This is an optimization exercise on Yosys and OpenROAD, whose aim is small area, a short achievable clock period and few clock cycles per item, not a production implementation.
Function was checked by simulation only, so behaviour that the tests miss may differ from the original.

==> flow/design.v <==
module card_step (
    input  wire         clk,
    input  wire         rst,           
    input  wire         start,
    output wire         ready,
    output reg          done,
    input  wire [23:0]  active,
    input  wire [383:0] iavg,          
    input  wire [3:0]   shift,
    input  wire [7:0]   lim,
    input  wire [23:0]  clr,           
    output wire [215:0] trim,          
    output reg  [23:0]  at_lim
);
    localparam integer K  = 8;                   
    localparam integer G  = 24 / K;              
    reg st_idle, st_p1, st_d1a, st_d1b, st_p2, st_d2, st_p3;
    reg [4:0] g;                       
    reg signed [8:0]  tr [0:23];
    reg signed [15:0] ir [0:K-1];      
    reg [K-1:0]       ar;              
    reg [3:0]         sh_r;
    reg [7:0]         lim_r;
    reg signed [20:0] acc;             
    reg signed [13:0] tacc;            
    reg [3:0]         t0lo;            
    reg [9:0]         vacc;            
    reg [9:0]         q0m9;            
    reg [4:0]         n_r;
    reg [4:0]         drema, dremb;    
    reg [7:0]         qhi;             
    reg [5:0]         qhit;            
    reg               u_x1, u_x2, u_t1, u_t2, u_v;
    reg signed [15:0] m_r;
    reg signed [9:0]  mean_r;
    assign ready = st_idle;
    genvar gc;
    generate
        for (gc = 0; gc < 24; gc = gc + 1) begin : g_out
            assign trim[9*gc +: 9] = tr[gc];
        end
    endgenerate
    wire in_pass = st_p1 | st_p2 | st_p3;
    wire last_g  = (g == G - 1);
    wire [4:0] sel = ((st_p1 | st_p2) && !last_g) ? g + 5'd1 :
                     st_d2 ? 5'd1 :
                     (st_p3 && (g + 5'd2 < G)) ? g + 5'd2 : 5'd0;
    reg signed [15:0] imux [0:K-1];
    reg [K-1:0]       amux;
    integer jm, xm;
    always @(*) begin
        for (jm = 0; jm < K; jm = jm + 1) begin
            imux[jm] = 16'sd0;
            amux[jm] = 1'b0;
            for (xm = 0; xm < G; xm = xm + 1)
                if (sel == xm) begin
                    imux[jm] = $signed(iavg[16*(jm*G + xm) +: 16]);
                    amux[jm] = active[jm*G + xm];
                end
        end
    end
    reg signed [4:0]  dl   [0:K-1];    
    reg signed [8:0]  nv   [0:K-1];    
    reg [K-1:0]       lflag;           
    reg signed [4:0]  dreg [0:K-1];    
    wire [11:0]       limn = ~{4'd0, lim_r};              
    wire [11:0]       limm = {4'd0, lim_r} - 12'd1;       
    reg [K-1:0]       areg;            
    integer jj, kl;
    reg [18:0]        e;
    reg signed [16:0] u;
    reg [19:0]        uu;
    reg [10:0]        y3;
    reg [6:0]         y2;
    reg [4:0]         y1;
    reg [3:0]         w;
    reg [10:0]        ya, yb, xa, xb, y, x;
    reg               cy, cx, ch, cl;
    integer           kb;
    always @(*) begin
        for (jj = 0; jj < K; jj = jj + 1) begin
            u  = m_r - ir[jj];
            uu = {{3{u[16]}}, u};
            y3 = sh_r[3] ? uu[18:8] : uu[10:0];
            y2 = sh_r[2] ? y3[10:4] : y3[6:0];
            y1 = sh_r[1] ? y2[6:2]  : y2[4:0];
            w  = sh_r[0] ? y1[4:1]  : y1[3:0];
            e[18] = 1'b1;
            e[17] = 1'b1;
            e[16] = 1'b1;
            for (kl = 15; kl >= 0; kl = kl - 1)
                e[kl] = e[kl+1] & (u[kl] == u[16]);
            if (e[sh_r + 5'd3])
                dl[jj] = {w[3], w};
            else
                dl[jj] = u[16] ? -5'sd8 : 5'sd8;
            ya = {{2{tr[jj*G][8]}}, tr[jj*G]};
            yb = {{6{dreg[jj][4]}}, dreg[jj]};
            cy = 1'b0;
            for (kb = 0; kb < 11; kb = kb + 1) begin
                y[kb] = ya[kb] ^ yb[kb] ^ cy;
                cy    = (ya[kb] & yb[kb]) | (cy & (ya[kb] ^ yb[kb]));
            end
            xb = ~{mean_r[9], mean_r};
            cx = 1'b1;
            for (kb = 0; kb < 11; kb = kb + 1) begin
                x[kb] = y[kb] ^ xb[kb] ^ cx;
                cx    = (y[kb] & xb[kb]) | (cx & (y[kb] ^ xb[kb]));
            end
            ch = 1'b1;
            cl = 1'b0;
            for (kb = 0; kb < 11; kb = kb + 1) begin
                ch = (x[kb] & limn[kb]) | (ch & (x[kb] | limn[kb]));
                cl = (x[kb] & limm[kb]) | (cl & (x[kb] | limm[kb]));
            end
            if (!(x[10] ^ limn[11] ^ ch)) begin
                nv[jj]    = {1'b0, lim_r};
                lflag[jj] = 1'b1;
            end else if (x[10] ^ limm[11] ^ cl) begin
                nv[jj]    = -$signed({1'b0, lim_r});
                lflag[jj] = 1'b1;
            end else begin
                nv[jj]    = x[8:0];
                lflag[jj] = 1'b0;
            end
        end
    end
    reg signed [20:0] isum;
    reg signed [12:0] tsum;
    reg signed [8:0]  dsum;
    reg [4:0]         lcnt;
    integer jl;
    always @(*) begin
        isum = 21'sd0;
        tsum = 13'sd0;
        dsum = 9'sd0;
        lcnt = 5'd0;
        for (jl = 0; jl < K; jl = jl + 1) begin
            lcnt = lcnt + {4'd0, ar[jl]};
            isum = isum + (ar[jl] ? ir[jl] : 16'sd0);
            tsum = tsum + (ar[jl] ? tr[jl*G] : 9'sd0);
            dsum = dsum + (ar[jl] ? dl[jl] : 5'sd0);
        end
    end
    wire first = (g == 5'd0);
    wire signed [20:0] s_next = (first ? 21'sd0 : acc) + isum;
    wire [4:0]  n_next = (first ? 5'd0 : n_r) + lcnt;
    wire [4:0]  h_next = {1'b0, n_next[4:1]};
    wire [4:0]  o_next = s_next[20] ? n_next - 5'd1 - h_next : h_next;
    function automatic [6:0] rstep(input [4:0] rem, input [1:0] b, input [4:0] n1,
                                   input [5:0] n2, input [6:0] n3);
        reg [6:0] wv;
        reg [7:0] s1, s2, s3;
        begin
            wv = {rem, b};
            s1 = {1'b0, wv} - {3'b000, n1};
            s2 = {1'b0, wv} - {2'b00, n2};
            s3 = {1'b0, wv} - {1'b0, n3};
            if (!s3[7])
                rstep = {2'd3, s3[4:0]};
            else if (!s2[7])
                rstep = {2'd2, s2[4:0]};
            else if (!s1[7])
                rstep = {2'd1, s1[4:0]};
            else
                rstep = {2'd0, wv[4:0]};
        end
    endfunction
    wire [4:0] n_h  = {1'b0, n_r[4:1]};
    wire [5:0] n_2  = {n_r, 1'b0};
    wire [6:0] n_3  = {1'b0, n_2} + {2'b00, n_r};
    wire [4:0] rem0x = acc[20:16] + (acc[20] ? n_r : 5'd0);
    wire [4:0] rem0t = {tacc[13], tacc[13:10]} + (tacc[13] ? n_r : 5'd0);
    wire [9:0] v    = vacc;
    wire       ecor = tacc[13] & ~n_r[0];
    reg [4:0] rr [0:4];
    reg [1:0] qd [1:4];
    reg [7:0] bits;
    reg [6:0] sv;
    integer ks;
    always @(*) begin
        rr[0] = ({5{u_x1}} & rem0x) | ({5{u_x2}} & drema) | ({5{u_t1}} & rem0t) |
                ({5{u_t2}} & dremb) | ({5{u_v}} & {2'b00, v[8:6]});
        bits  = ({8{u_x1}} & acc[15:8]) | ({8{u_x2}} & acc[7:0]) |
                ({8{u_t1}} & {tacc[9:4], 2'b00}) | ({8{u_t2}} & {t0lo, 4'd0}) |
                ({8{u_v}} & {v[5:0], 2'b00});
        for (ks = 1; ks <= 4; ks = ks + 1) begin
            sv     = rstep(rr[ks-1], bits[9-2*ks -: 2], n_r, n_2, n_3);
            qd[ks] = sv[6:5];
            rr[ks] = sv[4:0];
        end
    end
    wire [9:0] q0     = {qhit, qd[1], qd[2]};
    wire       mdec   = ecor & (rr[3] == 5'd0);
    wire [9:0] mean_n = q0m9 + {4'd0, qd[1], qd[2], qd[3]} + {9'd0, ~mdec};
    always @(posedge clk) begin
        for (jl = 0; jl < K; jl = jl + 1) begin
            ir[jl] <= imux[jl];
            ar[jl] <= amux[jl];
        end
        if (st_idle) begin
            sh_r  <= shift;
            lim_r <= lim;
        end
        if (st_p1) begin
            acc  <= last_g ? s_next + $signed({16'd0, o_next}) : s_next;
            n_r  <= n_next;
        end
        if (st_p1)
            tacc <= (first ? 14'sd0 : tacc) + tsum;
        if (st_p2) begin
            tacc <= tacc + dsum;
            vacc <= (first ? {2'b00, n_r, 3'b000} + {5'd0, n_h} : vacc)
                    + {{1{dsum[8]}}, dsum} + (u_t2 ? {5'd0, rr[2]} : 10'd0);
        end
        if (u_t1)
            t0lo <= tacc[3:0];
        for (jl = 0; jl < K; jl = jl + 1) begin
            dreg[jl] <= dl[jl];
            areg[jl] <= ar[jl];
        end
        if (u_x1) begin
            drema <= rr[4];
            qhi   <= {qd[1], qd[2], qd[3], qd[4]};
        end
        if (u_t1) begin
            dremb <= rr[3];
            qhit  <= {qd[1], qd[2], qd[3]};
        end
        if (u_t2)
            q0m9 <= q0 - 10'd9;
        if (u_x2)
            m_r <= {qhi, qd[1], qd[2], qd[3], qd[4]};
        if (u_v)
            mean_r <= mean_n;
        u_x1 <= ~rst & st_p1 & last_g;
        u_x2 <= ~rst & u_x1;
        u_t1 <= ~rst & st_d1b;
        u_t2 <= ~rst & u_t1;
        u_v  <= ~rst & st_p2 & last_g;
        if (rst) begin
            st_idle <= 1'b1;
            st_p1   <= 1'b0;
            st_d1a  <= 1'b0;
            st_d1b  <= 1'b0;
            st_p2   <= 1'b0;
            st_d2   <= 1'b0;
            st_p3   <= 1'b0;
            done    <= 1'b0;
            g       <= 5'd0;
        end else begin
            done <= 1'b0;
            g    <= (in_pass && !last_g) ? g + 5'd1 : 5'd0;
            if (st_idle) begin
                if (start) begin
                    st_idle <= 1'b0;
                    st_p1   <= 1'b1;
                end
            end
            if (st_p1 && last_g) begin
                st_p1  <= 1'b0;
                st_d1a <= 1'b1;
            end
            if (st_d1a) begin
                st_d1a <= 1'b0;
                if (n_r < 5'd2) begin
                    done    <= 1'b1;
                    st_idle <= 1'b1;
                end else
                    st_d1b <= 1'b1;
            end
            if (st_d1b) begin
                st_d1b <= 1'b0;
                st_p2  <= 1'b1;
            end
            if (st_p2 && last_g) begin
                st_p2 <= 1'b0;
                st_d2 <= 1'b1;
            end
            if (st_d2) begin
                st_d2 <= 1'b0;
                st_p3 <= 1'b1;
            end
            if (st_p3 && last_g) begin
                st_p3   <= 1'b0;
                st_idle <= 1'b1;
                done    <= 1'b1;
            end
        end
    end
    wire [23:0] kill    = {24{rst}} | ({24{st_idle & ~start}} & clr);
    wire        al_kill = rst | (st_d1a & (n_r < 5'd2));
    integer kt;
    always @(posedge clk) begin
        for (kt = 0; kt < 24; kt = kt + 1)
            if (kill[kt])
                tr[kt] <= 9'sd0;
            else if (in_pass) begin
                if (kt % G != G - 1)
                    tr[kt] <= tr[kt + 1];
                else
                    tr[kt] <= (st_p3 && areg[kt / G]) ? nv[kt / G] : tr[kt - (G - 1)];
            end
        if (al_kill)
            at_lim <= 24'd0;
        else if (st_p3)
            for (kt = 0; kt < 24; kt = kt + 1)
                if (kt % G != G - 1)
                    at_lim[kt] <= at_lim[kt + 1];
                else
                    at_lim[kt] <= areg[kt / G] & lflag[kt / G];
    end
endmodule
Settings: LEC_CHECK=0, ABC_AREA=1, CAP_MARGIN=20, CORE_MARGIN=2, CORE_UTILIZATION=55, SLEW_MARGIN=20; clock period 40.0 ns.
standard.sh (not shown) runs the stock make flow with config.mk's settings and CLKGATE_MAP_FILE= SYNTH_SCRIPT=/design/flow/synth_recipe.tcl, a recipe that flattens the netlist after the stock synthesis.
==> flow/flow/run.sh <==
#!/bin/bash
# Layout: the standard flow (standard.sh: unchanged synthesis, floorplan,
# power grid, placement, CTS and routing, at the design's clock and SDC) with
# two changes to how the layout is made:
#  - every input and output port is buffered with sky130_fd_sc_hd__buf_1
#    instead of the default port buffer cell;
#  - ORFS's repair_timing steps aim for 30.6 ns of setup slack (a 9.4 ns
#    critical path) instead of 0 ns, so they size up and buffer the few paths
#    longer than that. The clock network is left as CTS builds it.
# make's full output goes to standard_flow.log; each ORFS step keeps its own
# log under orfs/logs/.
set -euo pipefail
bash standard.sh "BUFFER_PORTS_ARGS=-buffer_cell sky130_fd_sc_hd__buf_1" \
    SETUP_SLACK_MARGIN=30.6 finish > standard_flow.log 2>&1
The starting point passed the timing, design-rule and antenna checks.
Testbench counts at the start, summed over its fixed seeds: cycles 31,144, items 2,400.
Next try:
--- a/flow/design.v
+++ b/flow/design.v
@@ -9,13 +9,13 @@
     input  wire [3:0]   shift,
     input  wire [7:0]   lim,
     input  wire [23:0]  clr,           
     output wire [215:0] trim,          
     output reg  [23:0]  at_lim
 );
-    localparam integer K  = 8;                   
+    localparam integer K  = 12;                  
     localparam integer G  = 24 / K;              
     reg st_idle, st_p1, st_d1a, st_d1b, st_p2, st_d2, st_p3;
     reg [4:0] g;                       
     reg signed [8:0]  tr [0:23];
     reg signed [15:0] ir [0:K-1];      
     reg [K-1:0]       ar;              
Effect: The new run finished with timing, DRC and antenna clean; first-iteration DRC count rises by 38%; utilization stays flat; setup slack degrades by 40 ps; wire length rises by 40%; count of clock-buffer cells in the layout rises by 11; final area rises by about 28%; synthesized area rises by about 28%; cell count rises by about 26%; register-to-register slack degrades by 330 ps; via count rises by 29%; clock skew rises by 43 ps.
Testbench counts after the change, summed over its fixed seeds: cycles 23,958, items 2,400.

RTL: the design.v shown in full above, as it stands there.
export LEC_CHECK = 0
export ABC_AREA = 1
export CAP_MARGIN = 20
export CORE_MARGIN = 2
export CORE_UTILIZATION = 65
export SLEW_MARGIN = 20
create_clock -name core_clock -period 40.0 [get_ports {clk}]
Scripts as last shown in full above: flow/flow/run.sh
Testbench counts at the start, summed over its fixed seeds: cycles 31,144, items 2,400.
Edit:
--- a/flow/design.v
+++ b/flow/design.v
@@ -12,7 +12,7 @@
     output wire [215:0] trim,          
     output reg  [23:0]  at_lim
 );
-    localparam integer K  = 8;                   
+    localparam integer K  = 12;                  
     localparam integer G  = 24 / K;              
     reg st_idle, st_p1, st_d1a, st_d1b, st_p2, st_d2, st_p3;
     reg [4:0] g;                       
What happened: Wire length goes up by 34%. Hold slack is better by 0.014 ns. Final area is higher by 27%. Core utilization went down by 0.84 points. Setup slack is worse by 0.13 ns.
Testbench counts after the change, summed over its fixed seeds: cycles 23,958, items 2,400.

Another version of the RTL of card_step (not shown whole).
Size in the first run: ~690 I/O pins.
Settings: LEC_CHECK=0, ABC_AREA=1, CAP_MARGIN=20, CORE_MARGIN=2, CORE_UTILIZATION=55, SLEW_MARGIN=20; clock period 40.0 ns.
==> flow/flow/run.sh <==
#!/bin/bash
# Layout: the standard flow (standard.sh: unchanged synthesis, floorplan,
# power grid, placement, CTS and routing, at the design's clock and SDC) with
# two changes to how the layout is made:
#  - every input and output port is buffered with sky130_fd_sc_hd__buf_1
#    instead of the default port buffer cell;
#  - ORFS's repair_timing steps aim for 30.4 ns of setup slack (a 9.6 ns
#    critical path) instead of 0 ns, so they size up and buffer the few paths
#    longer than that. The clock network is left as CTS builds it.
# make's full output goes to standard_flow.log; each ORFS step keeps its own
# log under orfs/logs/.
set -euo pipefail
bash standard.sh "BUFFER_PORTS_ARGS=-buffer_cell sky130_fd_sc_hd__buf_1" \
    SETUP_SLACK_MARGIN=30.4 finish > standard_flow.log 2>&1
Testbench counts at the start, summed over its fixed seeds: cycles 23,958, items 2,400.
Rerun with:
--- a/flow/design.v
+++ b/flow/design.v
@@ -4,23 +4,23 @@
     input  wire         start,
     output wire         ready,
     output reg          done,
     input  wire [23:0]  active,
     input  wire [383:0] iavg,          
     input  wire [3:0]   shift,
     input  wire [7:0]   lim,
     input  wire [23:0]  clr,           
     output wire [215:0] trim,          
     output reg  [23:0]  at_lim
 );
-    localparam integer K  = 12;                  
+    localparam integer K  = 8;                   
     localparam integer G  = 24 / K;              
     reg st_idle, st_p1, st_d1a, st_d1b, st_p2, st_d2, st_p3;
     reg [4:0] g;                       
     reg signed [8:0]  tr [0:23];
     reg signed [15:0] ir [0:K-1];      
     reg [K-1:0]       ar;              
     reg [3:0]         sh_r;
     reg [7:0]         lim_r;
     reg signed [20:0] acc;             
     reg signed [13:0] tacc;            
     reg [3:0]         t0lo;            
Non-clock buffer count fell by 59.
Clock-buffer cell count fell by 11.
Cell area fell by about 22%.
Global-route usage fell by 2.3 points.
Final cell count fell by about 20%.
Testbench counts after the change, summed over its fixed seeds: cycles 31,144, items 2,400.

==> afterwards: timing with drivers on the ports <==
Ports are ideal in the flow. The routed layouts listed here were re-timed in OpenROAD.
Step 1 sets driving cells, clkbuf_16 on the clock port and buf_2 on the other inputs (assumed; they add their load-dependent delay and slew).
Step 2 times the ports against the registers' clock, not the clock port: input delays grow and output delays shrink by t, the midpoint of the rising clock arrivals with the driver on.
a / b / c = ideal ports / drivers / drivers and shift; a / b = the first two.
| run | t (ns) | setup WS [ns] | slew at the worst register clock pin (ns) |
|---|---|---|---|
| the first run of note 1 | 0.742 | 30.629 / 30.548 / 30.285 | 0.07 / 0.07 |
| the second run of note 1 | 0.780 | 30.589 / 30.499 / 30.041 | 0.07 / 0.07 |
| the first run of note 2 | 0.713 | 30.616 / 30.538 / 30.321 | 0.07 / 0.07 |
| the second run of note 2 | 0.768 | 30.485 / 30.479 / 29.920 | 0.07 / 0.07 |
| the first run of note 3 | 0.773 | 30.378 / 30.367 / 29.666 | 0.07 / 0.07 |
| the second run of note 3 | 0.755 | 30.463 / 30.382 / 29.848 | 0.08 / 0.08 |
After both steps every run listed still meets setup and hold. For the first run of note 3, which loses most, drivers alone change the setup slack by -0.011 ns; drivers and shift together by -0.712 ns.
